Source: an optimization exercise on an open RTL-to-GDS flow (aim: small area, a short achievable clock period and few clock cycles per item). Production flows keep margins and buffers that such runs may drop.
The RTL was checked by simulation tests, not by an equivalence proof against the original design.
Power figures rest on the tool's default switching activity, not on a simulated workload.

==> flow/design.v, too long to show whole: its modules and the start of the top module <==
// module fpu32: 408 lines
// module fpu32_mul: 2021 lines
// module fpu32_add: 594 lines
module fpu32 (
    input  wire        clk,
    input  wire        rst,
    input  wire        in_valid,
    input  wire [3:0]  in_op,
    input  wire [1:0]  in_rm,
    input  wire        in_cnan,
    input  wire [31:0] in_a,
    input  wire [31:0] in_b,
    input  wire [31:0] in_c,
    output wire        out_valid,
    output wire [31:0] out_result,
    output wire [4:0]  out_flags
);
  // ...
==> flow/flow/run.sh <==
#!/bin/bash
# Layout flow: the standard synthesis unchanged, then the standard ORFS
# layout steps with a larger setup margin for the resizer's timing repair,
# so that it keeps improving paths well below the 11.5 ns clock.
set -euo pipefail
MARGIN=$(cat flow/margin.txt)
bash standard.sh synth > synth.log 2>&1
bash standard.sh SETUP_SLACK_MARGIN=$MARGIN finish > layout.log 2>&1
==> flow/flow/margin.txt <==
7.5
==> flow/standard.sh <==
#!/bin/bash
# synth_recipe.tcl (not shown) runs the flow's synth.tcl, then flattens the netlist and writes it again
# the make line also repeats each setting of config.mk as NAME=value (left out here)
make -C /OpenROAD-flow-scripts/flow DESIGN_CONFIG=/design/flow/config.mk WORK_HOME=/design/flow/orfs CLKGATE_MAP_FILE= SYNTH_SCRIPT=/design/flow/synth_recipe.tcl "${@:-finish}"
==> flow/config.mk <==
export PLATFORM = sky130hd
export DESIGN_NAME = fpu32
export DESIGN_NICKNAME = fpu32
export VERILOG_FILES = /design/flow/design.v
export SDC_FILE = /design/flow/constraint.sdc
export NUM_CORES = 4
export LEC_CHECK = 0
export CAP_MARGIN = 20
export CORE_MARGIN = 2
export CORE_UTILIZATION = 40
export SLEW_MARGIN = 20
==> flow/constraint.sdc <==
create_clock -name core_clock -period 11.5 [get_ports {clk}]
set_input_delay 2.3000 -clock core_clock [delete_from_list [all_inputs] [get_ports {clk}]]
set_output_delay 2.3000 -clock core_clock [all_outputs]
set_load 0.01 [all_outputs]
==> impl_metrics.env, run 1 <==
export IMPL_status="complete, no violations"
export IMPL_swShare_pct=46.24
export IMPL_critPathArrivalTime_ps=4590
export IMPL_synth_most_common_cell="dfxtp_1"
export IMPL_crit_path_end_kind="flip-flop"
export IMPL_rsz0062_at_grt="yes"
export IMPL_sh_seq_area_pct=25.39
export IMPL_slowest_stage="or4_4"
export IMPL_synth_edf_count=0
export IMPL_wl_met3_mm=13.38
export IMPL_n_sequential_cell=718
export IMPL_multi_input_gates=3974
export IMPL_crit_path_start="in_a[23]"
export IMPL_synth_seq_area_share_pct=28.87
export IMPL_pre_cts_ws_ps=6372
export IMPL_syn_nets=6259
export IMPL_seq_power_mw=4.50
export IMPL_r2r_end="g_c2.q[108]$_DFF_P_"
export IMPL_synthToLayoutAreaGrowth_pct=13.87
export IMPL_dpl_hpwl_mm=131.4
export IMPL_ys_flop_type="dfxtp_1"
export IMPL_first_iter_violations=4362
export IMPL_met1_usage_pct=34.02
export IMPL_crit_path_frequent_cell="nor2_1"
export IMPL_powerDensity_mw_per_mm2=305.7
export IMPL_dr_wl_met2_mm=81.38
export IMPL_netlist_top_cells_area="dfxtp_1 29%, fa_1 13%, xnor2_1 8.3%"
export IMPL_crit_chain="buf_6 -> or4_4 -> nor2_4 -> or2_4 -> ha_4 -> inv_2 -> fa_2 -> o21bai_1 -> a21oi_2 -> nor2_1 -> nor2_1 -> nor2_1 -> nor2_2 -> nor2_1 -> nor2_1 -> o21bai_1"
export IMPL_layout_cells_non_filler=7329
export IMPL_finClkSkew_ps=35.54
export IMPL_buffer_area_share_pct=4.698
export IMPL_fmax_ghz=0.2511
export IMPL_min_to="g_c3.q[14]$_DFF_P_"
export IMPL_grt_use_met2_pct=44.33
export IMPL_slew_viol_final=0
export IMPL_port_buffers=142
export IMPL_drt_first_pass_iters=7
export IMPL_use_met3_pct=4.398
Testbench counts, summed over its fixed seeds: cycles 16,056, items 16,000.
==> run 2, diff against run 1 <==
--- a/flow/config.mk
+++ b/flow/config.mk
@@ -6,4 +6,5 @@
 export NUM_CORES = 4
 export LEC_CHECK = 0
+export ABC_AREA = 1
 export CAP_MARGIN = 20
 export CORE_MARGIN = 2
==> impl_metrics.env, run 2 <==
export IMPL_die_h_um=362.1
export IMPL_synth_adder_area_share_pct=18.12
export IMPL_start_kind="input pin"
export IMPL_cts_tree="yes"
export IMPL_fin_crit_ps=3943
export IMPL_slew_viol_final=0
export IMPL_synth_warnings=3
export IMPL_ys_flop_type="dfxtp_1"
export IMPL_hold_viol=0
export IMPL_synth_simple_area_share_pct=18.85
export IMPL_first_iter_violations=4575
export IMPL_synth_edf_count=0
export IMPL_dpl_hpwl_mm=143.1
export IMPL_die_w_um=362.1
export IMPL_clockRootBuffer="clkbuf_16"
export IMPL_synth_top_area_share_pct=28.03
export IMPL_route_detailed_drc=0
export IMPL_detail_route_wl_per_cell_um=22.10
export IMPL_synthToLayoutAreaGrowth_pct=14.20
export IMPL_setup_viol=0
export IMPL_powerDensity_mw_per_mm2=290.7
export IMPL_drive_gt1_share_pct=8.855
export IMPL_ys_types=75
export IMPL_syn_nets=7441
export IMPL_synth_seq_area_share_pct=28.03
export IMPL_largest_register_ffs=189
export IMPL_drt_wl_total_mm=190.2
export IMPL_crit_path_end_kind="flip-flop"
export IMPL_final_cell_mix="1114 x nand2_1, 993 x inv_1, 680 x dfxtp_1"
export IMPL_cts_buffers_inserted=84
export IMPL_cts_sinks=718
export IMPL_drt_first_pass_iters=8
export IMPL_slew_headroom_pct=27.73
export IMPL_holdWs_ps=320.6
export IMPL_synth_commonest_cells="1123 x nand2_1, 1043 x inv_1, 718 x dfxtp_1, 512 x nor2_1, 453 x o21ai_0"
export IMPL_pre_cts_ws_ps=6545
export IMPL_num_vias=46990
export IMPL_gp_congestion=0.9998
export IMPL_synth_area_mux_share_pct=0.7515
export IMPL_critPathArrivalTime_ps=4560
export IMPL_finalInstanceArea_mm2=0.05856
export IMPL_syn_instance_count=6793
export IMPL_post_route_period_util_pct=34.28
export IMPL_pin_count=144
export IMPL_ctsLongestPathBuffers=3
export IMPL_grt_pass1_vias=45700
export IMPL_rows=131
export IMPL_synthXorXnorAreaFrac_pct=8.435
export IMPL_grt_pass1_wl_mm=284.7
export IMPL_overflow=0
export IMPL_ys_seq_elements=718
export IMPL_netlist_top_cells_area="dfxtp_1 28%, fa_1 13%, nand2_1 8.2%"
export IMPL_start_util_pct=40.27
export IMPL_synth_top_family_by_area="simple AND/OR/NAND/NOR gates"
export IMPL_holdCritPathClass="reg -> reg"
export IMPL_synth_compound_area_share_pct=15.34
export IMPL_dpl_cell_area_mm2=0.05410
export IMPL_critPathKind="in -> reg"
export IMPL_worstMarginPinSlew_ps=1080
export IMPL_htree_levels=3
export IMPL_coreArea_mm2=0.1274
export IMPL_required_ps=12120
export IMPL_port_buffers=142
export IMPL_grt_max_degree=89
export IMPL_final_antenna_net_count=0
export IMPL_dieArea_mm2=0.1311
export IMPL_maxCapViolCount=0
export IMPL_clk_pin_slew_ps=70
export IMPL_top_register="g_c2.q"
export IMPL_fin_nets=7523
export IMPL_ir_drop_mv=0.1478
export IMPL_syn_area_mm2=0.05128
export IMPL_synth_most_common_cell="nand2_1"
export IMPL_async_flop_share_pct=0
export IMPL_reg_top3="g_c2.q (189), g_c1.q (126), g_c4.q (100)"
export IMPL_layout_commonest_cell="nand2_1"
export IMPL_cts_hold_buf=0
export IMPL_insertion_delay_ps=720
export IMPL_path_max_fanout=4
export IMPL_synth_top_area_cell="dfxtp_1"
export IMPL_rsz0062_at_grt="yes"
export IMPL_power_leakage_nw=27.42
export IMPL_timing_setup_tns_ps=0
export IMPL_finClkSkew_ps=40.92
export IMPL_fmax_ghz=0.2536
export IMPL_viasPerCell=5.459
export IMPL_status="complete, no violations"
export IMPL_synth_area_per_cell_um2=7.549
export IMPL_grt_total_usage_pct=28.51
export IMPL_antenna_found_initial=5
export IMPL_final_setup_worst_slack_ps=7557
==> run 2: power by group <==
part	switching (mW)	leakage, nW	internal (mW)
clock	1.19	1.46	1.70
sequential	0.783	6.03	3.54
combinational	6.20	19.9	3.61
total	8.18	27.4	8.85
==> run 2: path summary, 6_finish.rpt <==
check	start	end	slack, ps	cells after the start
max	in_b[24]	g_c0.q_sab[8]$_DFF_P_	7560	14
max reg2reg	g_c1.q[106]$_DFF_P_	g_c2.q[112]$_DFF_P_	7570	11
min	g_c2.q[5]$_DFF_P_	g_c3.q[5]$_DFF_P_	320	0
min reg2reg	g_c2.q[5]$_DFF_P_	g_c3.q[5]$_DFF_P_	320	0
==> run 2: cell families after synthesis <==
logic type               count (synthesis)
AND/OR/NAND/NOR                       2237
AO/OA/AOI/OAI                         1356
buffers and inverters                 1407
flip-flops                             718
other                                    1
adder cells (fa/ha/maj)                543
multiplexers                            38
XOR/XNOR                               493
==> run 2: metal layers <==
layer / track usage [%] / routed length, um / part of all wire [%]
met1: 36.14 / 76860 / 40
met2: 46.25 / 86590 / 46
met3: 4.725 / 14840 / 7.8
met4: 15.56 / 11940 / 6.3
met5: 0 / 0 / 0
==> run 2: worst max-delay path: stages <==
cell and delay [ps]:
dlygate4sd2_1 310, inv_2 80, nand4_1 160, o21ai_2 210, ha_1 170, inv_1 70
fa_2 380, o31ai_4 270, a21oi_1 110, o21bai_1 190, nand2_1 70, inv_1 70
nor2_1 40, o21bai_1 140
==> run 2: timing repair <==
item / in CTS / in global routing
gates resized for setup: 98 / 137
setup endpoints to repair: 199 / 173
cloned: 20 / 3
setup buffers: 68 / 19
pin swaps: 7 / 15
hold endpoints to repair: 0 / 0
==> run 2: cell type report <==
| type | count | area [um^2] |
|---|---|---|
| Inverter | 1073 | 4198 |
| Timing Repair inverter | 20 | 120.1 |
| Clock inverter | 53 | 676.9 |
| Clock buffer | 103 | 2325 |
| Sequential cell | 718 | 14450 |
| Fill cell | 12630 | 68790 |
| Tap cell | 1662 | 2079 |
| Timing Repair Buffer | 308 | 2882 |
| Multi-Input combinational cell | 4670 | 31830 |
| Antenna cell | 1 | 2.502 |
==> run 2: metrics by stage <==
stage                     power (mW)  util (%)  instances
after global placement         13.80     42.48       8341
after CTS                      16.96     45.57       8585
final                          17.02     45.98       8608
after floorplan                10.64         -       6793
after detailed placement       13.96     42.48       8341
after global routing           18.54     45.98       8607
==> run 3, diff against run 2 <==
--- a/flow/config.mk
+++ b/flow/config.mk
@@ -6,7 +6,7 @@
 export NUM_CORES = 4
 export LEC_CHECK = 0
-export ABC_AREA = 1
 export CAP_MARGIN = 20
 export CORE_MARGIN = 2
 export CORE_UTILIZATION = 40
+export PLACE_DENSITY = 0.75
 export SLEW_MARGIN = 20
==> impl_metrics.env, run 3 <==
export IMPL_pre_cts_ws_ps=6373
export IMPL_slew_headroom_pct=12.72
export IMPL_path_max_fanout=5
export IMPL_critPathArrivalTime_ps=4660
export IMPL_slew_viol_final=0
export IMPL_rsz0062_at_grt="yes"
export IMPL_dpl_hpwl_mm=124.5
export IMPL_synth_warnings=3
export IMPL_synth_compound_area_share_pct=17.01
export IMPL_grt_pass1_wl_mm=256.2
export IMPL_final_cell_mix="697 x dfxtp_1, 538 x inv_1, 471 x xnor2_1"
export IMPL_synth_simple_area_share_pct=13.76
export IMPL_detail_route_wl_per_cell_um=23.16
export IMPL_critPathKind="reg -> reg"
export IMPL_ys_seq_elements=718
export IMPL_ys_types=100
export IMPL_reg_top3="g_c2.q (189), g_c1.q (126), g_c4.q (100)"
export IMPL_drt_first_pass_iters=9
export IMPL_p_clk_share_pct=15.9
export IMPL_drt_wl_total_mm=170.0
export IMPL_clk_pin_slew_ps=70
export IMPL_antenna_found_initial=8
export IMPL_start_kind="flip-flop"
export IMPL_synth_seq_area_share_pct=28.87
export IMPL_htree_levels=3
export IMPL_ir_drop_mv=0.2056
export IMPL_grt_pass1_vias=42270
export IMPL_syn_area_mm2=0.04979
export IMPL_p_int_mw=9.300
export IMPL_synth_top_area_cell="dfxtp_1"
export IMPL_worstRegToRegCells=13
export IMPL_synth_area_per_cell_um2=8.874
export IMPL_synth_most_common_cell="dfxtp_1"
export IMPL_cts_sinks=718
export IMPL_layout_commonest_cell="dfxtp_1"
export IMPL_maxCapViolCount=0
export IMPL_synth_edf_count=0
export IMPL_grt_max_degree=93
export IMPL_route_detailed_drc=0
export IMPL_crit_path_start="g_c2.q[128]$_DFF_P_"
export IMPL_r2r_start="g_c2.q[128]$_DFF_P_"
export IMPL_synth_area_mux_share_pct=4.601
export IMPL_ctsLongestPathBuffers=3
export IMPL_syn_instance_count=5611
export IMPL_antenna_cells=0
export IMPL_worstMarginPinSlew_ps=1297
export IMPL_drive_gt1_share_pct=10.06
export IMPL_status="complete, no violations"
export IMPL_cts_buffers_inserted=79
export IMPL_fin_nets=6288
export IMPL_fin_crit_ps=4088
export IMPL_synthToLayoutAreaGrowth_pct=14.03
export IMPL_viasPerCell=5.906
export IMPL_async_flop_share_pct=0
export IMPL_holdCritPathClass="reg -> reg"
export IMPL_pin_count=144
export IMPL_syn_nets=6259
export IMPL_required_ps=12070
export IMPL_timing_setup_tns_ps=0
export IMPL_cts_tree="yes"
export IMPL_insertion_delay_ps=700
export IMPL_power_leakage_nw=23.15
export IMPL_finClkSkew_ps=44.42
export IMPL_die_h_um=356.8
export IMPL_holdWs_ps=315.8
export IMPL_num_vias=43350
export IMPL_pwr_share_comb_pct=58.1
export IMPL_synth_adder_area_share_pct=18.76
export IMPL_fmax_ghz=0.2446
export IMPL_first_iter_violations=5136
export IMPL_synth_top_family_by_area="adder cells"
export IMPL_post_route_period_util_pct=35.55
export IMPL_r2r_setup_slack_ps=7410
export IMPL_coreArea_mm2=0.1236
export IMPL_synth_top_area_share_pct=28.87
export IMPL_gp_congestion=1.060
export IMPL_r2r_end="g_c3.q[10]$_DFF_P_"
export IMPL_netlist_top_cells_area="dfxtp_1 29%, fa_1 13%, xnor2_1 8.3%"
export IMPL_setup_viol=0
export IMPL_crit_path_end_kind="flip-flop"
export IMPL_port_buffers=142
export IMPL_dieArea_mm2=0.1273
export IMPL_rows=129
export IMPL_die_w_um=356.8
export IMPL_synthXorXnorAreaFrac_pct=9.973
export IMPL_powerDensity_mw_per_mm2=304.3
export IMPL_critical_path_endpoint="g_c3.q[10]$_DFF_P_"
export IMPL_overflow=0
export IMPL_clockRootBuffer="clkbuf_16"
export IMPL_final_setup_worst_slack_ps=7412
export IMPL_hold_viol=0
export IMPL_p_seq_share_pct=26.0
export IMPL_ys_flop_type="dfxtp_1"
export IMPL_grt_total_usage_pct=26.02
export IMPL_p_sw_mw=7.977
export IMPL_largest_register_ffs=189
export IMPL_swShare_pct=46.17
export IMPL_final_antenna_net_count=0
export IMPL_synth_commonest_cells="718 x dfxtp_1, 541 x inv_1, 472 x xnor2_1, 418 x nor2_1, 333 x fa_1"
export IMPL_start_util_pct=40.27
export IMPL_top_register="g_c2.q"
[run 3: changes by cell type after synthesis, sizes merged, moves of 99 or more]
cell	change
nand2	-822
nand3	-167
a22oi	+313
o21ai	-262
inv	-514
o22ai	-263
xor2	-350
clkbuf	+99
nor2	-118
xnor2	+424
[run 3: layer usage]
metal	up-vias	GRT usage (%)	part of all wire [%]
met5	-	0	0.031
li1	19360	-	-
met1	20770	32.05	39
met4	8	16.15	7.3
met3	644	5.311	8.7
met2	2567	41.79	45
[run 3: timing repair]
action / CTS / global route
hold endpoints to repair: 0 / 0
resized for setup: 118 / 111
setup buffers: 39 / 24
endpoints found under the setup margin: 150 / 108
hold buffers: 0 / 0
pin swaps: 30 / 63
gates cloned: 1 / 2
[run 3: metrics by stage]
step	cells	utilization, %	power (mW)	area, um^2
6_report	7340	45.92	17.28	56780
5_1_grt	7340	45.92	18.56	56780
2_1_floorplan	5611	-	10.72	49830
3_5_place_dp	7130	42.68	13.87	52770
3_3_place_gp	7130	42.68	13.58	52760
4_1_cts	7314	45.41	16.79	56140
[run 3: logic make-up (layout without fill, tap and decap cells)]
logic type                 after synthesis  after routing
other                                    1              1
xor gates and xnor gates               567            568
DFF                                    718            718
AOI/OAI and AO/OA                     1266           1266
and+or+nand+nor                       1391           1393
buffers and inverters                  922           1011
muxes                                  198            198
adders and majority gates              548            548
[run 3: final cells by class]
class / count / area (um^2)
Multi-Input combinational cell: 3974 / 32600
Fill cell: 11610 / 66860
Tap cell: 1637 / 2048
Inverter: 549 / 2077
Sequential cell: 718 / 14410
Clock buffer: 108 / 2320
Clock inverter: 36 / 526.8
Timing Repair Buffer: 318 / 2803
[run 3: worst min-delay path by stage]
stage | slack, ps | end | startpoint | cells after the start
after floorplan | 310 | g_c2.q[189]$_DFF_P_ | g_c1.q[122]$_DFF_P_ | 0
after global placement | 310 | g_c5.q[11]$_DFF_P_ | g_c4.q[9]$_DFF_P_ | 0
after detailed placement | 310 | g_c3.q[15]$_DFF_P_ | g_c2.q[14]$_DFF_P_ | 0
after CTS | 320 | g_c3.q[93]$_DFF_P_ | g_c2.q[192]$_DFF_P_ | 0
after global routing | 330 | g_c3.q[15]$_DFF_P_ | g_c2.q[14]$_DFF_P_ | 0
final | 320 | g_c3.q[93]$_DFF_P_ | g_c2.q[192]$_DFF_P_ | 0
[run 3: critical path, cell delays in order (launching register included)]
cell	delay, ps
dfxtp_1	320
fa_1	520
ha_4	330
nand4_1	210
nor4_2	420
nand2_1	170
o32ai_4	420
o31ai_4	120
a211oi_2	420
o21ai_1	150
a31oi_1	150
buf_4	150
mux2i_2	220
mux2_2	350
[run 3: power by group through the flow]
stage | clock [mW] | combinational (mW) | sequential (mW)
final | 2.74 | 10.0 | 4.49
after global routing | 2.88 | 11.1 | 4.58
after CTS | 2.79 | 9.54 | 4.46
after detailed placement | 0 | 9.36 | 4.51
after global placement | 0 | 9.10 | 4.48
after floorplan | 0 | 6.66 | 4.06
==> run 4, diff against run 3 <==
--- a/flow/config.mk
+++ b/flow/config.mk
@@ -6,7 +6,6 @@
 export NUM_CORES = 4
 export LEC_CHECK = 0
-export CAP_MARGIN = 20
+export CAP_MARGIN = 5
 export CORE_MARGIN = 2
 export CORE_UTILIZATION = 40
-export PLACE_DENSITY = 0.75
-export SLEW_MARGIN = 20
+export SLEW_MARGIN = 5
==> impl_metrics.env, run 4 <==
export IMPL_synth_commonest_cells="718 x dfxtp_1, 541 x inv_1, 472 x xnor2_1, 418 x nor2_1, 333 x fa_1"
export IMPL_viasPerCell=5.795
export IMPL_insertion_delay_ps=700
export IMPL_largest_register_ffs=189
export IMPL_crit_path_end_kind="flip-flop"
export IMPL_reg_top3="g_c2.q (189), g_c1.q (126), g_c4.q (100)"
export IMPL_layout_commonest_cell="dfxtp_1"
export IMPL_setup_viol=0
export IMPL_powerDensity_mw_per_mm2=308.6
export IMPL_antenna_found_initial=8
export IMPL_crit_family="simple AND/OR/NAND/NOR gates"
export IMPL_synth_top_area_share_pct=28.87
export IMPL_start_util_pct=40.27
export IMPL_rsz0062_at_grt="yes"
export IMPL_hold_depth=0
export IMPL_pin_count=144
export IMPL_synth_warnings=3
export IMPL_cts_buffers_inserted=83
export IMPL_syn_area_mm2=0.04979
export IMPL_worstRegToRegCells=12
export IMPL_critical_path_endpoint="g_c0.q_dab[8]$_DFF_P_"
export IMPL_coreArea_mm2=0.1236
export IMPL_pwr_share_comb_pct=57.9
export IMPL_crit_path_frequent_cell="nor2_4"
export IMPL_required_ps=12060
export IMPL_worstMarginPinSlew_ps=1172
export IMPL_die_h_um=356.8
export IMPL_top_register="g_c2.q"
export IMPL_hold_viol=0
export IMPL_slowest_stage="or4_4"
export IMPL_synth_most_common_cell="dfxtp_1"
export IMPL_final_antenna_net_count=0
export IMPL_first_iter_violations=4317
export IMPL_p_sw_mw=8.076
export IMPL_antenna_cells=0
export IMPL_crit_cells=14
export IMPL_port_buffers=142
export IMPL_grt_pass1_wl_mm=263.3
export IMPL_syn_nets=6259
export IMPL_slew_headroom_pct=21.71
export IMPL_status="complete, no violations"
export IMPL_ctsLongestPathBuffers=3
export IMPL_syn_instance_count=5611
export IMPL_fin_total_pwr_mw=17.55
export IMPL_route_detailed_drc=0
export IMPL_fmax_ghz=0.2491
export IMPL_path_max_fanout=4
export IMPL_p_int_mw=9.477
export IMPL_synthToLayoutAreaGrowth_pct=14.23
export IMPL_drt_first_pass_iters=7
export IMPL_clk_pin_slew_ps=60
export IMPL_r2r_end="g_c1.q[123]$_DFF_P_"
export IMPL_die_w_um=356.8
export IMPL_post_route_period_util_pct=34.91
export IMPL_critPathArrivalTime_ps=4570
export IMPL_ys_flop_type="dfxtp_1"
export IMPL_ir_drop_mv=0.2066
export IMPL_netlist_top_cells_area="dfxtp_1 29%, fa_1 13%, xnor2_1 8.3%"
export IMPL_synth_seq_area_share_pct=28.87
export IMPL_grt_total_usage_pct=27.21
export IMPL_timing_setup_tns_ps=0
export IMPL_final_cell_mix="701 x dfxtp_1, 538 x inv_1, 472 x xnor2_1"
export IMPL_fin_nets=6279
export IMPL_cts_tree="yes"
export IMPL_cp_buffers_inverters=2
export IMPL_overflow=0
export IMPL_dieArea_mm2=0.1273
export IMPL_grt_max_degree=64
export IMPL_r2r_setup_slack_ps=7530
export IMPL_synth_top_area_cell="dfxtp_1"
export IMPL_grt_pass1_vias=41750
export IMPL_cts_sinks=718
export IMPL_detail_route_wl_per_cell_um=24.19
export IMPL_htree_levels=3
export IMPL_ys_types=100
export IMPL_crit_path_start="in_a[30]"
export IMPL_crit_chain="buf_4 -> or4_4 -> nor2_4 -> or2_4 -> inv_2 -> ha_4 -> fa_2 -> nor2_4 -> o21ai_4 -> a21oi_2 -> o21a_1 -> nor2_2 -> o21bai_1 -> a21oi_1"
export IMPL_drt_wl_total_mm=177.4
export IMPL_gp_congestion=1.006
export IMPL_p_clk_share_pct=16.4
export IMPL_synth_edf_count=0
export IMPL_r2r_start="g_c0.q_b[11]$_DFF_P_"
export IMPL_slew_viol_final=0
export IMPL_clockRootBuffer="clkbuf_16"
export IMPL_swShare_pct=46.01
export IMPL_start_kind="input pin"
export IMPL_num_vias=42500
export IMPL_power_leakage_nw=23.15
export IMPL_finClkSkew_ps=31.39
export IMPL_critPathMaxStageDelay_ps=530
export IMPL_holdCritPathClass="reg -> reg"
export IMPL_critPathKind="in -> reg"
export IMPL_synth_area_per_cell_um2=8.874
export IMPL_fin_crit_ps=4015
export IMPL_dpl_hpwl_mm=131.5
export IMPL_ys_seq_elements=718
export IMPL_maxCapViolCount=0
export IMPL_drive_gt1_share_pct=10.08
export IMPL_rows=129
export IMPL_p_seq_share_pct=25.7
export IMPL_async_flop_share_pct=0
run 4: cell counts after synthesis:
Identical to the previous run, type by type.
run 4: what timing repair did:
item | CTS | global route
hold buffers | 0 | 0
setup buffers | 25 | 23
cloned | 2 | 1
pin swaps | 35 | 64
setup endpoints to repair | 147 | 101
gates resized for setup | 117 | 111
run 4: worst min-delay path by stage:
stage / end / from / slack [ps]
final: g_c3.q[14]$_DFF_P_ / g_c2.q[13]$_DFF_P_ / 320
after global routing: g_c3.q[1]$_DFF_P_ / g_c2.q[1]$_DFF_P_ / 330
after CTS: g_c3.q[14]$_DFF_P_ / g_c2.q[13]$_DFF_P_ / 320
after detailed placement: g_c5.q[39]$_DFF_P_ / g_c4.q[96]$_DFF_P_ / 310
after global placement: g_c4.q[99]$_DFF_P_ / g_c3.q[93]$_DFF_P_ / 310
after floorplan: g_c2.q[189]$_DFF_P_ / g_c1.q[122]$_DFF_P_ / 310
run 4: metal layers:
layer / part of all wire (%) / wire length, um / GRT usage (%)
met1: 40 / 70760 / 34.04
met2: 46 / 81250 / 44.41
met3: 7.6 / 13550 / 4.316
met4: 6.7 / 11860 / 15.97
met5: 0 / 0 / 0
run 4: area by class of cell:
class	count	area (um^2)
inverter	549	2074
clock inverter	40	629.4
fill	11940	66760
timing repair buffer	305	2664
multi-input combinational	3974	32690
clock buffer	111	2374
tap	1637	2048
sequential	718	14400
run 4: kinds of logic after synthesis:
logic type      share of synthesized area, %
simple gates                           13.76
compound gates                         17.01
buf+inv                                7.023
flops                                  28.87
xor+xnor                               9.973
fa+ha+maj                              18.76
mux                                    4.601
other cells                         0.007531
run 4: power by group through the flow:
stage	Sequential (mW)	Combinational (mW)	Clock, mW
3_3_place_gp	4.52	9.41	0
2_1_floorplan	4.06	6.66	0
4_1_cts	4.49	9.65	2.92
6_report	4.51	10.2	2.88
3_5_place_dp	4.54	9.50	0
5_1_grt	4.60	11.3	3.02
run 4: metrics by stage:
stage / cell area (um^2) / worst slack, ps / hold slack (ps) / util (%) / instances
final: 56880 / 7485 / 320.2 / 46.00 / 7334
after CTS: 56240 / 7416 / 319.6 / 45.49 / 7310
after global placement: 52770 / 6368 / 311.0 / 42.68 / 7132
after floorplan: 49830 / 7104 / 309.6 / - / 5611
after detailed placement: 52770 / 6351 / 312.1 / 42.68 / 7132
after global routing: 56880 / 7414 / 327.2 / 46.00 / 7334
==> run 5, diff against run 4 <==
--- a/flow/config.mk
+++ b/flow/config.mk
@@ -6,6 +6,8 @@
 export NUM_CORES = 4
 export LEC_CHECK = 0
-export CAP_MARGIN = 5
+export CAP_MARGIN = 20
 export CORE_MARGIN = 2
 export CORE_UTILIZATION = 40
-export SLEW_MARGIN = 5
+export CTS_CLUSTER_DIAMETER = 100
+export CTS_CLUSTER_SIZE = 20
+export SLEW_MARGIN = 20
==> impl_metrics.env, run 5 <==
export IMPL_gp_congestion=1.006
export IMPL_overflow=0
export IMPL_cts_buffers_inserted=46
export IMPL_required_ps=12050
export IMPL_path_max_fanout=3
export IMPL_finClkSkew_ps=41.50
export IMPL_hold_viol=0
export IMPL_viasPerCell=5.810
export IMPL_worstMarginPinSlew_ps=1184
export IMPL_critPathArrivalTime_ps=4570
export IMPL_grt_pass1_vias=41190
export IMPL_start_util_pct=40.27
export IMPL_coreArea_mm2=0.1236
export IMPL_slew_headroom_pct=20.87
export IMPL_ys_seq_elements=718
export IMPL_dpl_hpwl_mm=131.4
export IMPL_cts_sinks=718
export IMPL_ys_flop_type="dfxtp_1"
export IMPL_synth_warnings=3
export IMPL_synth_edf_count=0
export IMPL_htree_levels=2
export IMPL_crit_path_end_kind="flip-flop"
export IMPL_grt_pass1_wl_mm=260.9
export IMPL_die_h_um=356.8
export IMPL_cp_buffers_inverters=0
export IMPL_status="complete, no violations"
export IMPL_rows=129
export IMPL_synth_top_area_cell="dfxtp_1"
export IMPL_holdCritPathClass="reg -> reg"
export IMPL_numPlacedInstances=7132
export IMPL_syn_instance_count=5611
export IMPL_pin_count=144
export IMPL_slew_viol_final=0
export IMPL_syn_area_mm2=0.04979
export IMPL_layout_commonest_cell="dfxtp_1"
export IMPL_cts_tree="yes"
export IMPL_port_buffers=142
export IMPL_critPathMaxStageDelay_ps=470
export IMPL_async_flop_share_pct=0
export IMPL_grt_total_usage_pct=26.92
export IMPL_maxCapViolCount=0
export IMPL_ir_drop_mv=0.1543
export IMPL_drt_first_pass_iters=6
export IMPL_synth_area_per_cell_um2=8.874
export IMPL_cts_hold_buf=0
export IMPL_critPathKind="reg -> reg"
export IMPL_top_register="g_c2.q"
export IMPL_ys_types=100
export IMPL_nFillCells=12070
export IMPL_ctsLongestPathBuffers=3
export IMPL_first_iter_violations=4337
export IMPL_post_route_period_util_pct=34.91
export IMPL_slowest_stage="fa_1"
export IMPL_crit_family="compound AO/OA/AOI/OAI gates"
export IMPL_final_antenna_net_count=0
export IMPL_synth_seq_area_share_pct=28.87
export IMPL_timing_setup_tns_ps=0
export IMPL_fin_crit_ps=4015
export IMPL_clockRootBuffer="clkbuf_16"
export IMPL_detail_route_wl_per_cell_um=24.35
export IMPL_synthToLayoutAreaGrowth_pct=10.85
export IMPL_die_w_um=356.8
export IMPL_fin_nets=6239
export IMPL_rsz0062_at_grt="yes"
export IMPL_netlist_top_cells_area="dfxtp_1 29%, fa_1 13%, xnor2_1 8.3%"
export IMPL_synth_top_area_share_pct=28.87
export IMPL_num_vias=42090
export IMPL_syn_nets=6259
export IMPL_drive_gt1_share_pct=8.779
export IMPL_holdWs_ps=330.3
export IMPL_fin_total_pwr_mw=16.21
export IMPL_final_util_pct=44.64
export IMPL_largest_register_ffs=189
export IMPL_synth_most_common_cell="dfxtp_1"
export IMPL_crit_chain="fa_1 -> ha_1 -> nand4_1 -> nor4_2 -> nand2_1 -> o32ai_4 -> o31ai_4 -> a211oi_2 -> o21ai_1 -> a31oi_2 -> mux2i_1 -> mux2_2"
export IMPL_final_cell_mix="699 x dfxtp_1, 536 x inv_1, 470 x xnor2_1"
export IMPL_grt_max_degree=64
export IMPL_dieArea_mm2=0.1273
export IMPL_power_leakage_nw=22.35
export IMPL_clk_pin_slew_ps=80
export IMPL_reg_top3="g_c2.q (189), g_c1.q (126), g_c4.q (100)"
export IMPL_start_kind="flip-flop"
export IMPL_antenna_found_initial=10
export IMPL_setup_viol=0
export IMPL_powerDensity_mw_per_mm2=293.7
export IMPL_synth_commonest_cells="718 x dfxtp_1, 541 x inv_1, 472 x xnor2_1, 418 x nor2_1, 333 x fa_1"
export IMPL_layout_cells_non_filler=7244
export IMPL_fmax_ghz=0.2491
export IMPL_route_detailed_drc=0
export IMPL_insertion_delay_ps=680
export IMPL_drt_wl_total_mm=176.4
## run 5: cell types whose count changed in the layout (fill, tap and decap cells not counted), moves of 6 or more
cell | previous run | this run
clkinv_2 | 9 | 1
ha_1 | 194 | 200
clkbuf_16 | 84 | 47
bufinv_16 | 13 | 0
buf_4 | 154 | 146
clkbuf_1 | 10 | 2
clkbuf_8 | 17 | 1
## run 5: worst paths after layout
kind / slack (ps) / cells past startpoint / startpoint / to
worst min-delay path: 330 / 0 / g_c2.q[191]$_DFF_P_ / g_c3.q[92]$_DFF_P_
worst max-delay path: 7480 / 12 / g_c2.q[127]$_DFF_P_ / g_c3.q[10]$_DFF_P_
worst min register to register: 330 / 0 / g_c2.q[191]$_DFF_P_ / g_c3.q[92]$_DFF_P_
worst max register to register: 7480 / 12 / g_c2.q[127]$_DFF_P_ / g_c3.q[10]$_DFF_P_
## run 5: per-stage QoR
step | area (um^2) | setup slack (ps)
2_1_floorplan | 49830 | 7104
3_3_place_gp | 52770 | 6368
3_5_place_dp | 52780 | 6372
4_1_cts | 54550 | 7501
5_1_grt | 55190 | 7358
6_report | 55190 | 7485
## run 5: final cells by class
| class | count | area, um^2 | share of cell area, % |
|---|---|---|---|
| Multi-Input combinational cell | 3975 | 32650 | 59.16 |
| Sequential cell | 718 | 14400 | 26.09 |
| Timing Repair Buffer | 301 | 2660 | 4.820 |
| Inverter | 549 | 2078 | 3.765 |
| Tap cell | 1637 | 2048 | 3.711 |
| Clock buffer | 50 | 1197 | 2.169 |
| Clock inverter | 11 | 150.1 | 0.2720 |
| Antenna cell | 3 | 7.507 | 0.01360 |
## run 5: metal layers
layer	part of all wire (%)	track usage, %
met5	0.019	0.1481
met4	6.4	14.92
met3	7.6	4.321
met2	46	44.10
met1	40	33.85
## run 5: logic make-up (layout without fill, tap and decap cells)
logic type / count (synthesis) / in the layout / synth area share [%]
other cells: 1 / 4 / 0.007531
fa+ha+maj: 548 / 548 / 18.76
buf+inv: 922 / 911 / 7.023
flops: 718 / 718 / 28.87
simple gates: 1391 / 1394 / 13.76
xor+xnor: 567 / 568 / 9.973
mux: 198 / 198 / 4.601
compound gates: 1266 / 1266 / 17.01
## run 5: timing repair
action,in CTS,in global routing
setup endpoints to repair,146,108
hold endpoints to repair,0,0
resized for setup,121,110
pin swaps,30,59
cloned,1,3
setup buffers,21,23
## run 5: power by group
part | internal, mW | leakage (nW) | switching [mW]
Combinational | 4.10 | 15.7 | 5.92
Sequential | 3.54 | 6.02 | 0.959
Clock | 0.765 | 0.658 | 0.934
Total | 8.40 | 22.3 | 7.81
==> run 6, diff against run 5 <==
--- a/flow/config.mk
+++ b/flow/config.mk
@@ -10,4 +10,4 @@
 export CORE_UTILIZATION = 40
 export CTS_CLUSTER_DIAMETER = 100
-export CTS_CLUSTER_SIZE = 20
+export CTS_CLUSTER_SIZE = 30
 export SLEW_MARGIN = 20
==> impl_metrics.env, run 6 <==
export IMPL_crit_path_frequent_cell="nor2_4"
export IMPL_start_kind="input pin"
export IMPL_drt_wl_total_mm=176.4
export IMPL_cp_buffers_inverters=2
export IMPL_final_setup_worst_slack_ps=7540
export IMPL_grt_total_usage_pct=26.95
export IMPL_finClkSkew_ps=53.02
export IMPL_detail_route_wl_per_cell_um=24.36
export IMPL_pre_cts_ws_ps=6372
export IMPL_cts_sinks=718
export IMPL_syn_instance_count=5611
export IMPL_first_iter_violations=4330
export IMPL_drt_first_pass_iters=6
export IMPL_rows=129
export IMPL_post_route_period_util_pct=34.44
export IMPL_pin_count=144
export IMPL_final_antenna_net_count=0
export IMPL_hold_viol=0
export IMPL_clk_pin_slew_ps=110
export IMPL_seqCellArea_mm2=0.01440
export IMPL_power_leakage_nw=22.27
export IMPL_critPathMaxStageDelay_ps=540
export IMPL_multi_input_area_mm2=0.03265
export IMPL_synth_top_area_share_pct=28.87
export IMPL_insertion_delay_ps=660
export IMPL_syn_area_mm2=0.04979
export IMPL_ys_seq_elements=718
export IMPL_start_util_pct=40.27
export IMPL_final_cell_mix="698 x dfxtp_1, 535 x inv_1, 471 x xnor2_1"
export IMPL_dpl_hpwl_mm=131.4
export IMPL_fin_crit_ps=3960
export IMPL_critPathArrivalTime_ps=4510
export IMPL_port_buffers=142
export IMPL_htree_levels=2
export IMPL_die_w_um=356.8
export IMPL_coreArea_mm2=0.1236
export IMPL_cts_hold_buf=0
export IMPL_synth_commonest_cells="718 x dfxtp_1, 541 x inv_1, 472 x xnor2_1, 418 x nor2_1, 333 x fa_1"
export IMPL_synth_warnings=3
export IMPL_async_flop_share_pct=0
export IMPL_ctsLongestPathBuffers=3
export IMPL_status="complete, no violations"
export IMPL_path_max_fanout=2
export IMPL_fmax_ghz=0.2525
export IMPL_crit_chain="buf_8 -> or4_4 -> nor2_4 -> or2_4 -> inv_2 -> ha_4 -> fa_2 -> nor2_4 -> o21ai_2 -> a21oi_2 -> o21a_1 -> nor2_2 -> o21bai_1 -> a21oi_1"
export IMPL_synth_most_common_cell="dfxtp_1"
export IMPL_drive_gt1_share_pct=8.729
export IMPL_dieArea_mm2=0.1273
export IMPL_gp_congestion=1.006
export IMPL_ys_types=100
export IMPL_required_ps=12050
export IMPL_crit_family="simple AND/OR/NAND/NOR gates"
export IMPL_viasPerCell=5.791
export IMPL_route_detailed_drc=0
export IMPL_powerDensity_mw_per_mm2=292.4
export IMPL_antenna_found_initial=6
export IMPL_synth_top_area_cell="dfxtp_1"
export IMPL_nFillCells=12050
export IMPL_largest_register_ffs=189
export IMPL_synth_area_per_cell_um2=8.874
export IMPL_ys_flop_type="dfxtp_1"
export IMPL_slowest_stage="or4_4"
export IMPL_fin_total_pwr_mw=16.11
export IMPL_layout_commonest_cell="dfxtp_1"
export IMPL_ir_drop_mv=0.1973
export IMPL_num_vias=41930
export IMPL_crit_path_end_kind="flip-flop"
export IMPL_grt_max_degree=64
export IMPL_synth_seq_area_share_pct=28.87
export IMPL_holdCritPathClass="reg -> reg"
export IMPL_maxCapViolCount=0
export IMPL_grt_pass1_vias=41110
export IMPL_cts_tree="yes"
export IMPL_clockRootBuffer="clkbuf_16"
export IMPL_top_register="g_c2.q"
export IMPL_holdWs_ps=329.8
export IMPL_synth_edf_count=0
export IMPL_slew_viol_final=0
export IMPL_critPathKind="in -> reg"
export IMPL_setup_viol=0
export IMPL_timing_setup_tns_ps=0
export IMPL_overflow=0
export IMPL_rsz0062_at_grt="yes"
export IMPL_numPlacedInstances=7132
export IMPL_synthToLayoutAreaGrowth_pct=10.61
export IMPL_die_h_um=356.8
export IMPL_worstMarginPinSlew_ps=1106
export IMPL_layout_cells_non_filler=7241
export IMPL_netlist_top_cells_area="dfxtp_1 29%, fa_1 13%, xnor2_1 8.3%"
export IMPL_reg_top3="g_c2.q (189), g_c1.q (126), g_c4.q (100)"
export IMPL_grt_pass1_wl_mm=261.2
export IMPL_slew_headroom_pct=26.12
export IMPL_syn_nets=6259
export IMPL_fin_nets=6231
export IMPL_cts_buffers_inserted=36
[run 6: final cells by class]
class	instances	share of cell area, %
well taps	1637	3.719
diodes	2	0.009087
inverters	549	3.773
flip-flops and latches	718	26.15
repair buffers	303	4.905
clock inverters	20	0.4884
multi-input cells	3975	59.28
clock buffers	37	1.681
[run 6: what timing repair did]
| item | 4_1_cts | 5_1_grt |
|---|---|---|
| pin swaps | 31 | 59 |
| gates cloned | 2 | 2 |
| endpoints found under the setup margin | 147 | 104 |
| setup buffers | 22 | 24 |
| gates resized for setup | 121 | 114 |
[run 6: metrics by stage]
stage / util, % / instance area (um^2)
floorplan: - / 49830
global placement: 42.68 / 52770
detailed placement: 42.69 / 52780
CTS: 44.00 / 54400
global route: 44.54 / 55070
finish: 44.55 / 55080
[run 6: layer usage]
metal | routed length, um | global-route usage [%] | vias up
li1 | - | - | 19200
met1 | 71520 | 34.19 | 20190
met2 | 80850 | 44.13 | 2015
met3 | 12780 | 4.000 | 522
met4 | 11200 | 14.77 | 2
met5 | 13 | 0.1481 | -
[run 6: where the power goes]
group | switching, mW | total [mW] | internal, mW | leakage, nW
clock network | 0.941 | 1.58 | 0.635 | 0.574
logic | 5.94 | 10.0 | 4.10 | 15.7
registers | 0.961 | 4.49 | 3.53 | 6.02
total | 7.84 | 16.1 | 8.26 | 22.3
[run 6: logic make-up (layout without fill, tap and decap cells)]
kind of cell | count (synthesis) | after routing | share of synthesized area (%)
AND/OR/NAND/NOR | 1391 | 1394 | 13.76
buffers and inverters | 922 | 909 | 7.023
XOR/XNOR | 567 | 568 | 9.973
AO/OA/AOI/OAI | 1266 | 1266 | 17.01
multiplexers | 198 | 198 | 4.601
flip-flops | 718 | 718 | 28.87
other | 1 | 3 | 0.007531
adder cells (fa/ha/maj) | 548 | 548 | 18.76
[run 6: final timing paths]
check                      startpoint               endpoint  slack (ps)  depth (start not counted)
setup / recovery             in_a[30]  g_c0.q_dab[8]$_DFF_P_        7540                         14
hold / removal      g_c4.q[9]$_DFF_P_     g_c5.q[11]$_DFF_P_         330                          0
setup reg to reg  g_c1.q[105]$_DFF_P_    g_c2.q[108]$_DFF_P_        7580                         10
hold reg to reg     g_c4.q[9]$_DFF_P_     g_c5.q[11]$_DFF_P_         330                          0
==> run 7, diff against run 6 <==
==> flow/flow/margin.txt (replaced) <==
7.6
--- a/flow/config.mk
+++ b/flow/config.mk
@@ -10,4 +10,4 @@
 export CORE_UTILIZATION = 40
 export CTS_CLUSTER_DIAMETER = 100
-export CTS_CLUSTER_SIZE = 30
+export CTS_CLUSTER_SIZE = 25
 export SLEW_MARGIN = 20
==> impl_metrics.env, run 7 <==
export IMPL_status="complete, no violations"
export IMPL_drt_wl_total_mm=173.8
export IMPL_port_buffers=142
export IMPL_fin_crit_ps=3969
export IMPL_coreArea_mm2=0.1236
export IMPL_ys_types=100
export IMPL_dieArea_mm2=0.1273
export IMPL_synthToLayoutAreaGrowth_pct=11.46
export IMPL_htree_levels=2
export IMPL_crit_path_frequent_cell="nor2_4"
export IMPL_ys_seq_elements=718
export IMPL_critPathMaxStageDelay_ps=540
export IMPL_finClkSkew_ps=42.31
export IMPL_synth_top_area_cell="dfxtp_1"
export IMPL_async_flop_share_pct=0
export IMPL_seqCellArea_mm2=0.01444
export IMPL_rsz0062_at_grt="yes"
export IMPL_grt_pass1_vias=41310
export IMPL_layout_cells_non_filler=7265
export IMPL_dpl_hpwl_mm=129.2
export IMPL_fmax_ghz=0.2520
export IMPL_cts_tree="yes"
export IMPL_powerDensity_mw_per_mm2=293.0
export IMPL_synth_most_common_cell="dfxtp_1"
export IMPL_largest_register_ffs=189
export IMPL_final_util_pct=44.89
export IMPL_layout_commonest_cell="dfxtp_1"
export IMPL_synth_seq_area_share_pct=28.87
export IMPL_final_cell_mix="674 x dfxtp_1, 536 x inv_1, 472 x xnor2_1"
export IMPL_grt_pass1_wl_mm=259.3
export IMPL_drive_gt1_share_pct=9.669
export IMPL_netlist_top_cells_area="dfxtp_1 29%, fa_1 13%, xnor2_1 8.3%"
export IMPL_top_register="g_c2.q"
export IMPL_dpl_cell_area_mm2=0.05277
export IMPL_required_ps=12030
export IMPL_grt_total_usage_pct=26.61
export IMPL_crit_path_end_kind="flip-flop"
export IMPL_die_w_um=356.8
export IMPL_overflow=0
export IMPL_fin_nets=6256
export IMPL_holdWs_ps=329.5
export IMPL_final_setup_worst_slack_ps=7531
export IMPL_cts_buffers_inserted=41
export IMPL_slew_viol_final=0
export IMPL_finalInstanceArea_mm2=0.05550
export IMPL_detail_route_wl_per_cell_um=23.92
export IMPL_synth_top_area_share_pct=28.87
export IMPL_synth_warnings=3
export IMPL_worstMarginPinSlew_ps=1116
export IMPL_insertion_delay_ps=650
export IMPL_clk_pin_slew_ps=90
export IMPL_pre_cts_ws_ps=6376
export IMPL_route_detailed_drc=0
export IMPL_fin_total_pwr_mw=16.26
export IMPL_ys_flop_type="dfxtp_1"
export IMPL_holdCritPathClass="reg -> reg"
export IMPL_num_vias=42050
export IMPL_post_route_period_util_pct=34.51
export IMPL_clockRootBuffer="clkbuf_16"
export IMPL_path_max_fanout=3
export IMPL_ir_drop_mv=0.1810
export IMPL_synth_edf_count=0
export IMPL_crit_chain="buf_8 -> or4_4 -> nor2_4 -> or2_4 -> inv_2 -> ha_4 -> fa_2 -> nor2_4 -> o21ai_2 -> a21oi_2 -> o21a_1 -> nor2_2 -> o21bai_1 -> a21oi_1"
export IMPL_start_util_pct=40.27
export IMPL_slew_headroom_pct=24.91
export IMPL_gp_congestion=0.9801
export IMPL_cts_sinks=718
export IMPL_critPathKind="in -> reg"
export IMPL_slowest_stage="or4_4"
export IMPL_pin_count=144
export IMPL_first_iter_violations=3904
export IMPL_drt_first_pass_iters=6
export IMPL_timing_setup_tns_ps=0
export IMPL_start_kind="input pin"
export IMPL_grt_max_degree=59
export IMPL_cts_hold_buf=0
export IMPL_syn_area_mm2=0.04979
export IMPL_syn_nets=6259
export IMPL_maxCapViolCount=0
export IMPL_die_h_um=356.8
export IMPL_ctsLongestPathBuffers=3
export IMPL_numPlacedInstances=7130
export IMPL_rows=129
export IMPL_cp_buffers_inverters=2
export IMPL_synth_commonest_cells="718 x dfxtp_1, 541 x inv_1, 472 x xnor2_1, 418 x nor2_1, 333 x fa_1"
export IMPL_hold_viol=0
export IMPL_multi_input_area_mm2=0.03266
export IMPL_synth_area_per_cell_um2=8.874
export IMPL_nFillCells=12130
export IMPL_viasPerCell=5.788
export IMPL_syn_instance_count=5611
export IMPL_crit_family="simple AND/OR/NAND/NOR gates"
export IMPL_final_antenna_net_count=0
export IMPL_critPathArrivalTime_ps=4500
export IMPL_antenna_found_initial=6
export IMPL_setup_viol=0
export IMPL_power_leakage_nw=22.45
export IMPL_reg_top3="g_c2.q (189), g_c1.q (126), g_c4.q (100)"
==> run 7: cell counts after synthesis <==
No cell type changed its count.
==> run 7: kinds of logic (layout without fill, tap and decap cells) <==
family                   count (synthesis)  in the layout  share of synthesized area [%]
AND/OR/NAND/NOR                       1391           1395                          13.76
buffers and inverters                  922            933                          7.023
multiplexers                           198            198                          4.601
XOR/XNOR                               567            567                          9.973
adder cells (fa/ha/maj)                548            548                          18.76
AO/OA/AOI/OAI                         1266           1266                          17.01
flip-flops                             718            718                          28.87
other                                    1              3                       0.007531
==> run 7: routing by layer <==
layer	up-vias	share of wire, %	wire length [um]	global-route usage, %
met5	-	0.0052	9	0
met4	2	6.3	11030	14.60
met3	535	7.5	13020	4.235
met2	2052	46	79760	43.52
met1	20210	40	69970	33.61
li1	19250	-	-	-
==> run 7: path summary, 6_finish.rpt <==
| path | slack [ps] | depth (start not counted) | end | startpoint |
|---|---|---|---|---|
| max | 7530 | 14 | g_c0.q_dab[8]$_DFF_P_ | in_a[30] |
| min | 330 | 0 | g_c3.q[91]$_DFF_P_ | g_c2.q[190]$_DFF_P_ |
| max reg2reg | 7550 | 10 | g_c4.q[9]$_DFF_P_ | g_c3.q[33]$_DFF_P_ |
| min reg2reg | 330 | 0 | g_c3.q[91]$_DFF_P_ | g_c2.q[190]$_DFF_P_ |
==> run 7: power by group <==
part	total, mW	internal [mW]	switching [mW]	leakage, nW
clock	1.67	0.737	0.933	0.655
combinational	10.1	4.18	5.96	15.8
sequential	4.46	3.54	0.920	6.02
total	16.3	8.45	7.81	22.5
==> run 7: worst reg2reg max path, cell delays in order, from the launching register on <==
cell and delay (ps):
dfxtp_2 440, and4_2 320, nand2_2 160, nor4_2 300, buf_4 280, a31o_2 220
xnor2_1 270, inv_1 210, a2111oi_1 750, nand4_1 330, nor4_2 540
==> run 7: repair_timing <==
item	CTS	global route
setup buffers	33	35
gates cloned	1	3
pin swaps	48	69
gates resized for setup	166	139
setup endpoints to repair	167	127
==> run 7: cell type report <==
class / count / area share (%)
Timing Repair Buffer: 323 / 5.267
Antenna cell: 2 / 0.009018
Clock buffer: 44 / 1.943
Tap cell: 1637 / 3.691
Sequential cell: 718 / 26.02
Clock inverter: 17 / 0.4870
Multi-Input combinational cell: 3975 / 58.84
Inverter: 549 / 3.745
==> run 8, diff against run 7 <==
==> flow/flow/margin.txt (replaced) <==
7.5
==> impl_metrics.env, run 8 <==
export IMPL_status="complete, no violations"
export IMPL_clockRootBuffer="clkbuf_16"
export IMPL_final_cell_mix="696 x dfxtp_1, 536 x inv_1, 471 x xnor2_1"
export IMPL_start_kind="input pin"
export IMPL_cts_buffers_inserted=39
export IMPL_ys_seq_elements=718
export IMPL_ir_drop_mv=0.1673
export IMPL_reg_top3="g_c2.q (189), g_c1.q (126), g_c4.q (100)"
export IMPL_gp_congestion=1.006
export IMPL_cts_hold_buf=0
export IMPL_finalInstanceArea_mm2=0.05516
export IMPL_post_route_period_util_pct=34.33
export IMPL_synth_edf_count=0
export IMPL_pin_count=144
export IMPL_clk_pin_slew_ps=110
export IMPL_holdCritPathClass="reg -> reg"
export IMPL_die_h_um=356.8
export IMPL_num_vias=42000
export IMPL_grt_max_degree=64
export IMPL_coreArea_mm2=0.1236
export IMPL_final_antenna_net_count=0
export IMPL_slowest_stage="or4_4"
export IMPL_port_buffers=142
export IMPL_crit_path_end_kind="flip-flop"
export IMPL_setup_viol=0
export IMPL_grt_total_usage_pct=26.92
export IMPL_detail_route_wl_per_cell_um=24.34
export IMPL_slew_viol_final=0
export IMPL_maxCapViolCount=0
export IMPL_synth_seq_area_share_pct=28.87
export IMPL_start_util_pct=40.27
export IMPL_overflow=0
export IMPL_synth_compound_area_share_pct=17.01
export IMPL_synth_adder_area_share_pct=18.76
export IMPL_synth_area_mux_share_pct=4.601
export IMPL_route_detailed_drc=0
export IMPL_netlist_top_cells_area="dfxtp_1 29%, fa_1 13%, xnor2_1 8.3%"
export IMPL_grt_pass1_wl_mm=261.1
export IMPL_dpl_cell_area_mm2=0.05278
export IMPL_timing_setup_tns_ps=0
export IMPL_first_iter_violations=4397
export IMPL_ys_flop_type="dfxtp_1"
export IMPL_power_leakage_nw=22.33
export IMPL_synth_top_area_cell="dfxtp_1"
export IMPL_rsz0062_at_grt="yes"
export IMPL_synthToLayoutAreaGrowth_pct=10.77
export IMPL_fin_crit_ps=3948
export IMPL_syn_area_mm2=0.04979
export IMPL_syn_instance_count=5611
export IMPL_crit_chain="buf_8 -> or4_4 -> nor2_4 -> or2_4 -> inv_2 -> ha_4 -> fa_2 -> nor2_2 -> o21ai_2 -> a21oi_2 -> o21a_1 -> nor2_2 -> o21bai_1 -> a21oi_1"
export IMPL_path_max_fanout=2
export IMPL_cts_tree="yes"
export IMPL_drt_wl_total_mm=176.2
export IMPL_syn_nets=6259
export IMPL_powerDensity_mw_per_mm2=292.6
export IMPL_numPlacedInstances=7132
export IMPL_die_w_um=356.8
export IMPL_layout_commonest_cell="dfxtp_1"
export IMPL_dieArea_mm2=0.1273
export IMPL_cts_sinks=718
export IMPL_hold_viol=0
export IMPL_htree_levels=2
export IMPL_synthXorXnorAreaFrac_pct=9.973
export IMPL_viasPerCell=5.799
export IMPL_worstMarginPinSlew_ps=1140
export IMPL_drive_gt1_share_pct=8.815
export IMPL_dpl_hpwl_mm=131.4
export IMPL_async_flop_share_pct=0
export IMPL_synth_area_per_cell_um2=8.874
export IMPL_fin_nets=6235
export IMPL_top_register="g_c2.q"
export IMPL_slew_headroom_pct=23.29
export IMPL_fmax_ghz=0.2533
export IMPL_crit_path_frequent_cell="nor2_2"
export IMPL_critPathKind="in -> reg"
export IMPL_ys_types=100
export IMPL_synth_simple_area_share_pct=13.76
export IMPL_layout_cells_non_filler=7242
export IMPL_insertion_delay_ps=650
export IMPL_synth_most_common_cell="dfxtp_1"
export IMPL_antenna_found_initial=6
export IMPL_finClkSkew_ps=44.46
export IMPL_synth_top_family_by_area="adder cells"
export IMPL_drt_first_pass_iters=7
export IMPL_rows=129
export IMPL_synth_commonest_cells="718 x dfxtp_1, 541 x inv_1, 472 x xnor2_1, 418 x nor2_1, 333 x fa_1"
export IMPL_synth_warnings=3
export IMPL_critPathMaxStageDelay_ps=540
export IMPL_fin_total_pwr_mw=16.14
export IMPL_synth_top_area_share_pct=28.87
export IMPL_ctsLongestPathBuffers=3
export IMPL_largest_register_ffs=189
export IMPL_required_ps=12050
export IMPL_grt_pass1_vias=41100
export IMPL_critPathArrivalTime_ps=4500
[run 8: cell counts after synthesis]
Identical to the previous run, type by type.
[run 8: cell type report]
class | count | area [um^2]
fill | 12040 | 68480
multi-input combinational | 3975 | 32630
sequential | 718 | 14400
timing repair buffer | 304 | 2709
inverter | 549 | 2078
tap | 1637 | 2048
clock buffer | 42 | 1018
clock inverter | 16 | 269.0
antenna | 1 | 2.502
[run 8: power breakdown]
group	leakage, nW	switching, mW	internal, mW	total (mW)
registers	6.02	0.961	3.53	4.50
logic	15.7	5.92	4.09	10.0
clock network	0.623	0.907	0.734	1.64
total	22.3	7.78	8.36	16.1
[run 8: kinds of logic (layout without fill, tap and decap cells)]
logic type | count (synthesis) | after routing
DFF | 718 | 718
buffers and inverters | 922 | 911
adders and majority gates | 548 | 548
other | 1 | 2
AOI/OAI and AO/OA | 1266 | 1266
xor gates and xnor gates | 567 | 568
muxes | 198 | 198
and+or+nand+nor | 1391 | 1394
[run 8: metrics by stage]
step,hold WS [ps],worst slack (ps),utilization (%)
after floorplan,309.6,7104,-
after global placement,311.0,6368,42.68
after detailed placement,312.1,6372,42.69
after CTS,336.2,7500,44.07
after global routing,339.4,7401,44.61
final,333.8,7552,44.61
[run 8: final timing paths]
kind                             from                    end  slack, ps  cells after the start
hold reg to reg   g_c2.q[191]$_DFF_P_     g_c3.q[92]$_DFF_P_        330                      0
setup reg to reg  g_c2.q[180]$_DFF_P_     g_c3.q[10]$_DFF_P_       7570                     14
hold / removal    g_c2.q[191]$_DFF_P_     g_c3.q[92]$_DFF_P_        330                      0
setup / recovery             in_a[30]  g_c0.q_dab[8]$_DFF_P_       7550                     14
[run 8: routing by layer]
| layer | track usage, % | part of all wire [%] | vias up |
|---|---|---|---|
| li1 | - | - | 19230 |
| met1 | 33.97 | 40 | 20180 |
| met2 | 44.04 | 46 | 2090 |
| met3 | 4.224 | 7.7 | 496 |
| met4 | 14.91 | 6.4 | 2 |
| met5 | 0.1481 | 0.0074 | - |
[run 8: critical path: cells and delay by family]
family	cells	cell delay [ps]
AO/OA/AOI/OAI	5	600
buffers and inverters	2	130
adder cells (fa/ha/maj)	2	500
AND/OR/NAND/NOR	5	960
[run 8: what timing repair did]
| item | CTS | global route |
|---|---|---|
| gates resized for setup | 121 | 119 |
| pin swaps | 29 | 59 |
| endpoints found under the setup margin | 146 | 107 |
| gates cloned | 1 | 3 |
| setup buffers | 22 | 25 |
==> run 9, diff against run 8 <==
--- a/flow/config.mk
+++ b/flow/config.mk
@@ -12,2 +12,3 @@
 export CTS_CLUSTER_SIZE = 25
 export SLEW_MARGIN = 20
+export TNS_END_PERCENT = 20
==> impl_metrics.env, run 9 <==
export IMPL_status="complete, no violations"
export IMPL_final_util_pct=44.34
export IMPL_syn_nets=6259
export IMPL_synth_top_family_by_area="adder cells"
export IMPL_clk_pin_slew_ps=100
export IMPL_pwr_share_comb_pct=62.1
export IMPL_grt_pass1_vias=41240
export IMPL_reg_top3="g_c2.q (189), g_c1.q (126), g_c4.q (100)"
export IMPL_powerDensity_mw_per_mm2=290.9
export IMPL_holdCritPathClass="reg -> reg"
export IMPL_hold_depth=0
export IMPL_layout_commonest_cell="dfxtp_1"
export IMPL_p_int_mw=8.250
export IMPL_finClkSkew_ps=35.91
export IMPL_holdWs_ps=331.0
export IMPL_overflow=0
export IMPL_synthXorXnorAreaFrac_pct=9.973
export IMPL_synth_warnings=3
export IMPL_die_h_um=356.8
export IMPL_p_seq_share_pct=27.8
export IMPL_dpl_hpwl_mm=130.1
export IMPL_first_iter_violations=3940
export IMPL_cts_buffers_inserted=40
export IMPL_final_cell_mix="693 x dfxtp_1, 537 x inv_1, 472 x xnor2_1"
export IMPL_final_antenna_net_count=0
export IMPL_netlist_top_cells_area="dfxtp_1 29%, fa_1 13%, xnor2_1 8.3%"
export IMPL_worstRegToRegCells=9
export IMPL_synth_area_per_cell_um2=8.874
export IMPL_gp_congestion=1.008
export IMPL_async_flop_share_pct=0
export IMPL_rows=129
export IMPL_cts_tree="yes"
export IMPL_synth_adder_area_share_pct=18.76
export IMPL_htree_levels=2
export IMPL_drt_wl_total_mm=174.3
export IMPL_swShare_pct=48.27
export IMPL_synthToLayoutAreaGrowth_pct=10.10
export IMPL_synth_area_mux_share_pct=4.601
export IMPL_cts_sinks=718
export IMPL_nFillCells=12140
export IMPL_slew_viol_final=0
export IMPL_synth_compound_area_share_pct=17.01
export IMPL_pin_count=144
export IMPL_post_route_period_util_pct=35.64
export IMPL_setup_viol=0
export IMPL_synth_commonest_cells="718 x dfxtp_1, 541 x inv_1, 472 x xnor2_1, 418 x nor2_1, 333 x fa_1"
export IMPL_num_vias=41820
export IMPL_critPathArrivalTime_ps=4650
export IMPL_port_buffers=142
export IMPL_drive_gt1_share_pct=8.189
export IMPL_ctsLongestPathBuffers=3
export IMPL_synth_edf_count=0
export IMPL_start_kind="input pin"
export IMPL_syn_area_mm2=0.04979
export IMPL_drt_first_pass_iters=9
export IMPL_timing_setup_tns_ps=0
export IMPL_synth_top_area_share_pct=28.87
export IMPL_ir_drop_mv=0.1868
export IMPL_synth_simple_area_share_pct=13.76
export IMPL_grt_max_degree=59
export IMPL_required_ps=12050
export IMPL_detail_route_wl_per_cell_um=24.11
export IMPL_slew_headroom_pct=20.71
export IMPL_p_sw_mw=7.698
export IMPL_viasPerCell=5.784
export IMPL_worstMarginPinSlew_ps=1178
export IMPL_ys_types=100
export IMPL_top_register="g_c2.q"
export IMPL_die_w_um=356.8
export IMPL_cts_hold_buf=0
export IMPL_route_detailed_drc=0
export IMPL_ys_flop_type="dfxtp_1"
export IMPL_p_clk_share_pct=10.1
export IMPL_grt_total_usage_pct=26.78
export IMPL_critPathKind="in -> reg"
export IMPL_fin_crit_ps=4099
export IMPL_power_leakage_nw=22.23
export IMPL_clockRootBuffer="clkbuf_16"
export IMPL_syn_instance_count=5611
export IMPL_coreArea_mm2=0.1236
export IMPL_synth_top_area_cell="dfxtp_1"
export IMPL_synth_most_common_cell="dfxtp_1"
export IMPL_grt_pass1_wl_mm=260.3
export IMPL_hold_viol=0
export IMPL_rsz0062_at_grt="yes"
export IMPL_ys_seq_elements=718
export IMPL_start_util_pct=40.27
export IMPL_maxCapViolCount=0
export IMPL_path_max_fanout=4
export IMPL_fin_nets=6223
export IMPL_largest_register_ffs=189
export IMPL_synth_seq_area_share_pct=28.87
export IMPL_antenna_found_initial=4
export IMPL_fmax_ghz=0.2440
export IMPL_insertion_delay_ps=660
export IMPL_crit_path_end_kind="flip-flop"
export IMPL_dieArea_mm2=0.1273
## run 9: power groups by stage
| stage | Clock (mW) | Combinational (mW) | Sequential [mW] |
|---|---|---|---|
| 2_1_floorplan | 0 | 6.65 | 4.06 |
| 3_3_place_gp | 0 | 9.38 | 4.46 |
| 3_5_place_dp | 0 | 9.49 | 4.48 |
| 4_1_cts | 1.66 | 9.66 | 4.42 |
| 5_1_grt | 1.75 | 11.0 | 4.53 |
| 6_report | 1.62 | 9.90 | 4.43 |
## run 9: what timing repair did
| action | in CTS | in global routing |
|---|---|---|
| setup buffers | 19 | 13 |
| endpoints found under the setup margin | 152 | 131 |
| pin swaps | 22 | 53 |
| endpoints found under the hold margin | 0 | 0 |
| gates cloned | 1 | 1 |
| gates resized for setup | 90 | 97 |
## run 9: layout make-up
class / instances / area (um^2) / share of cell area (%)
Multi-Input combinational cell: 3973 / 32500 / 59.28
Sequential cell: 718 / 14410 / 26.28
Timing Repair Buffer: 293 / 2564 / 4.676
Inverter: 549 / 2069 / 3.775
Tap cell: 1637 / 2048 / 3.736
Clock buffer: 44 / 1037 / 1.892
Clock inverter: 16 / 197.7 / 0.3606
Antenna cell: 1 / 2.502 / 0.004564
## run 9: final timing paths
kind                                           from                     to  slack [ps]
worst max-delay path                       in_a[27]  g_c0.q_dab[8]$_DFF_P_        7400
worst min-delay path            g_c1.q[125]$_DFF_P_    g_c2.q[192]$_DFF_P_         330
worst max register to register   g_c3.q[12]$_DFF_P_      g_c4.q[9]$_DFF_P_        7460
worst min register to register  g_c1.q[125]$_DFF_P_    g_c2.q[192]$_DFF_P_         330
## run 9: metal layers
metal / vias up / share of wire [%] / wire (um) / GRT usage, %
li1: 19190 / - / - / -
met1: 20150 / 41 / 70720 / 33.82
met2: 1975 / 46 / 80850 / 44.26
met3: 507 / 7.0 / 12290 / 3.949
met4: 2 / 6.0 / 10440 / 14.16
met5: - / 0.029 / 51 / 0.2593
## run 9: cell families after synthesis
kind of cell / Yosys count
flip-flops: 718
multiplexers: 198
AO/OA/AOI/OAI: 1266
XOR/XNOR: 567
adder cells (fa/ha/maj): 548
other: 1
AND/OR/NAND/NOR: 1391
buffers and inverters: 922
## run 9: through the flow
stage	setup WS, ps	power, mW	std cells	area [um^2]
after floorplan	7104	10.72	5611	49820
after global placement	6380	13.84	7135	52790
after detailed placement	6392	13.97	7136	52810
after CTS	7386	15.75	7216	54480
after global routing	7329	17.29	7230	54820
final	7401	15.95	7231	54820
## run 9: critical path, stage by stage
cell,delay [ps]
buf_8,100
or4_4,550
nor2_4,120
or2_4,140
inv_2,40
ha_4,160
fa_2,410
nor2_2,140
o21ai_2,90
a21oi_2,170
o21a_1,150
nor2_2,50
o21bai_1,130
a21oi_1,80

==> afterwards: timing with drivers on the ports <==
The flow's constraints put no driver on any port. The routed layouts listed below were extracted and timed again, unchanged, in two steps. Step 1: set_driving_cell puts a clkbuf_16 on clk and a buf_2 on each other input, an assumption about the parent block. Step 2 times the ports against the registers' clock, not the clock port: input delays grow and output delays shrink by t, the midpoint of the rising clock arrivals with the driver on. Slacks: ideal ports / drivers / drivers and shift; pairs: ideal ports / drivers.
| run | t (ns) | slack for setup (ns) | hold WS [ns] | pins driven straight from the clock port |
|---|---|---|---|---|
| run 1 | 0.756 | 7.517 / 7.479 / 6.809 | 0.316 / 0.316 / 0.316 | 1 |
| run 2 | 0.770 | 7.557 / 7.526 / 6.837 | 0.321 / 0.321 / 0.321 | 1 |
| run 3 | 0.755 | 7.412 / 7.412 / 6.765 | 0.316 / 0.316 / 0.316 | 1 |
| run 4 | 0.763 | 7.485 / 7.492 / 6.779 | 0.320 / 0.320 / 0.320 | 1 |
| run 5 | 0.743 | 7.485 / 7.485 / 6.856 | 0.330 / 0.330 / 0.330 | 1 |
| run 6 | 0.718 | 7.540 / 7.510 / 6.867 | 0.330 / 0.330 / 0.330 | 1 |
| run 7 | 0.714 | 7.531 / 7.553 / 6.841 | 0.329 / 0.329 / 0.329 | 1 |
| run 8 | 0.713 | 7.552 / 7.536 / 6.880 | 0.334 / 0.334 / 0.334 | 1 |
| run 9 | 0.714 | 7.401 / 7.438 / 6.724 | 0.331 / 0.331 / 0.331 | 1 |
After both steps setup and hold are still met in every run listed. The setup slack of run 2, which loses most, moves by -0.031 ns with the drivers and by -0.720 ns with both steps.
